Source: an optimization exercise on an open RTL-to-GDS flow (aim: small area and a short achievable clock period). Production flows keep margins and buffers that such runs may drop.
Only simulation tests tie the RTL to the original design; equivalence was not proved.

## wbm
module wbm (
    input  wire        clk,
    input  wire        rst,
    input  wire        cfg_we,
    input  wire [4:0]  cfg_addr,
    input  wire [31:0] cfg_wdata,
    input  wire        in_valid,
    input  wire [23:0] in_r,
    input  wire [23:0] in_g,
    input  wire [23:0] in_b,
    output wire        out_valid,
    output wire [23:0] out_r,
    output wire [23:0] out_g,
    output wire [23:0] out_b
);
For scale: about 23000 cells after synthesis, about 220000 sq um of cells after synthesis.
export LEC_CHECK = 0
export CAP_MARGIN = 20
export CORE_MARGIN = 2
export CORE_UTILIZATION = 60
export PLACE_DENSITY = 0.7
export SLEW_MARGIN = 20
create_clock -name core_clock -period 18.0 [get_ports {clk}]
standard.sh (not shown) runs the stock make flow with config.mk's settings and CLKGATE_MAP_FILE= SYNTH_SCRIPT=/design/flow/synth_recipe.tcl, a recipe that flattens the netlist after the stock synthesis.
==> flow/flow/run.sh <==
#!/bin/bash
# Layout flow: the standard synthesis, then an inverter-polarity clean-up of
# the gate netlist around the full adders (flow/polarity.py; registers are not
# touched; if the cleaned netlist does not elaborate against the cell library,
# the standard netlist is kept), then the standard ORFS flow from the
# synthesised netlist on, with timing repair aimed at a tighter setup margin
# than the 18 ns clock needs, plain port buffers and no dummy clock loads.
# Each step's full output goes to a log file in this folder.
set -euo pipefail
MARGIN=${MARGIN:-13.0}
R=orfs/results/sky130hd/wbm/base
LIB=$FLOW_HOME/platforms/sky130hd/lib/sky130_fd_sc_hd__tt_025C_1v80.lib
bash standard.sh synth > flow_synth.log 2>&1
cp $R/1_2_yosys.v $R/1_2_yosys_std.v
if python3 flow/polarity.py $R/1_2_yosys_std.v $R/1_2_yosys_pol.v > flow_polarity.log 2>&1 &&
   yosys -p "read_liberty -lib $LIB; read_verilog $R/1_2_yosys_pol.v; hierarchy -check -top $FLOW_TOP" \
       > flow_polarity_check.log 2>&1; then
    sleep 1
    cp $R/1_2_yosys_pol.v $R/1_2_yosys.v
    touch $R/1_2_yosys.v
else
    echo "polarity clean-up not used" >> flow_polarity.log
fi
bash standard.sh SETUP_SLACK_MARGIN=$MARGIN MAX_REPAIR_ANTENNAS_ITER_GRT=15 \
    MAX_REPAIR_ANTENNAS_ITER_DRT=15 \
    "BUFFER_PORTS_ARGS=-buffer_cell sky130_fd_sc_hd__buf_2" \
    "CTS_ARGS=-sink_clustering_enable -repair_clock_nets -dont_use_dummy_load -sink_clustering_size 30 -sink_clustering_max_diameter 100 -buf_list sky130_fd_sc_hd__clkbuf_16" \
    finish > flow_finish.log 2>&1
Other scripts of this flow, unchanged in this note and not shown: flow/flow/polarity.py
Change:
--- a/flow/design.v
+++ b/flow/design.v
@@ -768,81 +768,83 @@
     wire [4:0]  tzb  = tz16(b[14:0]);
     wire        sml_zero = swap ? a_zero : b_zero;
     wire [18:0] ys   = {1'b1, sml[14:0], 3'b000};
     wire [18:0] ysc  = (sml_zero || d >= 8'd20) ? 19'd0 : (ys >> {d[4:2], 2'b00});
     wire        st_a = !a_zero && (dba[7:0] > {3'b000, tza} + 8'd3);
     wire        st_b = !b_zero && (dab[7:0] > {3'b000, tzb} + 8'd3);
     wire        st   = swap ? st_a : st_b;
     reg  [14:0] q_xm;
     reg  [18:0] q_ys;
     reg  [1:0]  q_df;
     reg         q_st;
     reg  [7:0]  q_e;
-    reg         q_s, q_sub;
+    reg         q_s, q_sub, q_z;
     always @(posedge clk) begin
         q_xm  <= big[14:0];
         q_ys  <= ysc;
         q_df  <= (d >= 8'd20) ? 2'd0 : d[1:0];
         q_st  <= st;
         q_e   <= big[22:15];
         q_s   <= (a_zero & b_zero) ? (a[23] & b[23]) : big[23];
         q_sub <= big[23] ^ sml[23];
+        q_z   <= a_zero & b_zero;
     end
     wire [18:0] ysh = q_ys >> q_df;
     wire [18:0] ya  = {ysh[18:1], ysh[0] | q_st};
     wire [19:0] xb  = {2'b01, q_xm, 3'b000};
     wire [19:0] s   = q_sub ? (xb - {1'b0, ya}) : (xb + {1'b0, ya});
     reg  [2:0]  nz4;
     always @* begin
         if (s[19:16] != 4'd0)      nz4 = 3'd0;
         else if (s[15:12] != 4'd0) nz4 = 3'd1;
         else if (s[11:8] != 4'd0)  nz4 = 3'd2;
         else if (s[7:4] != 4'd0)   nz4 = 3'd3;
         else                       nz4 = 3'd4;
     end
     wire [19:0] sc = s << {nz4, 2'b00};
     reg  [19:0] r_s;
     reg  [2:0]  r_c;       
     reg  [7:0]  r_e;       
-    reg         r_sg;
+    reg         r_sg, r_z;
     always @(posedge clk) begin
         r_s  <= sc;
         r_c  <= nz4;
         r_e  <= q_e;
         r_sg <= q_s;
+        r_z  <= q_z;
     end
     reg  [1:0]  f;
     always @* begin
         if (r_s[19])      f = 2'd0;
         else if (r_s[18]) f = 2'd1;
         else if (r_s[17]) f = 2'd2;
         else              f = 2'd3;
     end
     wire [19:0] norm  = r_s << f;
     wire [14:0] m     = norm[18:4];
     wire        guard = norm[3];
     wire        stk   = |norm[2:0];
     wire [15:0] mr = {1'b0, m} + {15'd0, guard & (stk | m[0])};
     wire [9:0]  e0 = {2'b00, r_e} + 10'd1 - {5'd0, r_c, f};
     wire [9:0]  e1 = {2'b00, r_e} + 10'd2 - {5'd0, r_c, f};
     wire        uf0 = e0[9] || e0 == 10'd0;
     wire        of0 = !e0[9] && (e0[8] || e0[7:0] == 8'd255);
     wire        uf1 = e1[9] || e1 == 10'd0;
     wire        of1 = !e1[9] && (e1[8] || e1[7:0] == 8'd255);
     wire        ovf = mr[15];
     wire        uf  = ovf ? uf1 : uf0;
     wire        of  = ovf ? of1 : of0;
     wire [7:0]  eo  = ovf ? e1[7:0] : e0[7:0];
     always @(posedge clk) begin
-        if (r_e == 8'd0)           
+        if (r_z)
             y <= {r_sg, 23'd0};
         else if (!norm[19])
             y <= 24'd0;
         else if (uf)
             y <= {r_sg, 23'd0};
         else if (of)
             y <= {r_sg, 8'd254, 15'h7fff};
         else
             y <= {r_sg, eo, mr[14:0]};
     end
 endmodule
 module wbm (
@@ -853,44 +855,55 @@
     input  wire [31:0] cfg_wdata,
     input  wire        in_valid,
     input  wire [23:0] in_r,
     input  wire [23:0] in_g,
     input  wire [23:0] in_b,
     output wire        out_valid,
     output wire [23:0] out_r,
     output wire [23:0] out_g,
     output wire [23:0] out_b
 );
     localparam [23:0] ONE = 24'h3f8000;
     localparam integer LAT = 17;
-    wire [23:0] d_zero = rst ? 24'd0 : cfg_wdata[23:0];
-    wire [23:0] d_one  = rst ? ONE   : cfg_wdata[23:0];
-    wire        d_en   = rst ? 1'b0  : cfg_wdata[31];
-    wire        wr     = cfg_we & ~rst;
-    wire [4:0]  c_addr = cfg_addr;
+    reg        c_we;
+    reg        c_rst;
+    reg [4:0]  c_addr;
+    reg [23:0] c_data;
+    reg        c_en;
+    always @(posedge clk) begin
+        c_we   <= cfg_we & ~rst;
+        c_rst  <= rst;
+        c_addr <= cfg_addr;
+        c_data <= cfg_wdata[23:0];
+        c_en   <= cfg_wdata[31];
+    end
+    wire [23:0] d_zero = c_rst ? 24'd0 : c_data;
+    wire [23:0] d_one  = c_rst ? ONE   : c_data;
+    wire        d_en   = c_rst ? 1'b0  : c_en;
+    wire        wr     = c_we & ~c_rst;
     reg [23:0] wb [0:2];
     reg [23:0] cm [0:8];
     reg [23:0] co [0:2];
     reg        hl_en;
     reg [23:0] white;
     integer n;
     always @(posedge clk) begin
         for (n = 0; n < 3; n = n + 1) begin
-            if (rst || (wr && c_addr == n))      wb[n] <= d_one;
-            if (rst || (wr && c_addr == 16 + n)) co[n] <= d_zero;
+            if (c_rst || (wr && c_addr == n))      wb[n] <= d_one;
+            if (c_rst || (wr && c_addr == 16 + n)) co[n] <= d_zero;
         end
         for (n = 0; n < 9; n = n + 1)
-            if (rst || (wr && c_addr == 4 + n))
+            if (c_rst || (wr && c_addr == 4 + n))
                 cm[n] <= (n == 0 || n == 4 || n == 8) ? d_one : d_zero;
-        if (rst || (wr && c_addr == 5'd20)) begin
+        if (c_rst || (wr && c_addr == 5'd20)) begin
             hl_en <= d_en;
             white <= d_one;
         end
     end
     reg        v_pipe [0:LAT-1];
     reg [23:0] px [0:2];
     always @(posedge clk) begin
         px[0] <= in_r;
         px[1] <= in_g;
         px[2] <= in_b;
     end
     always @(posedge clk) begin
After rerunning: Core utilization shrinks by 0.10 points; register-to-register slack is worse by 0.05 ns; worst setup slack is worse by 0.013 ns; maximum frequency barely changes; clock skew grows by 0.012 ns; worst hold slack is worse by 0.021 ns; sequential share of layout area grows by 0.28 points; wire length shrinks by 1.8%.

[what the ideal ports hide]
Ports are ideal in the flow. The routed layouts listed here were re-timed in OpenROAD. Step 1 assumes that a clkbuf_16 drives the clock port and a buf_2 every other input. Step 2 also shifts input and output timing later by t, the mid clock arrival at the registers, as if the neighbouring blocks saw the same clock. a / b / c = no drivers / after step 1 / after step 2; a / b = the first two.
run	shift t [ns]	setup WS [ns]	latest minus earliest clock arrival (ns)
the first run	1.014	13.026 / 12.915 / 12.023	0.105 / 0.105
the second run	1.004	13.013 / 12.900 / 13.099	0.122 / 0.122
After both steps setup and hold are still met in every run listed. For the first run, which loses most, drivers alone change the setup slack by -0.111 ns; drivers and shift together by -1.003 ns.
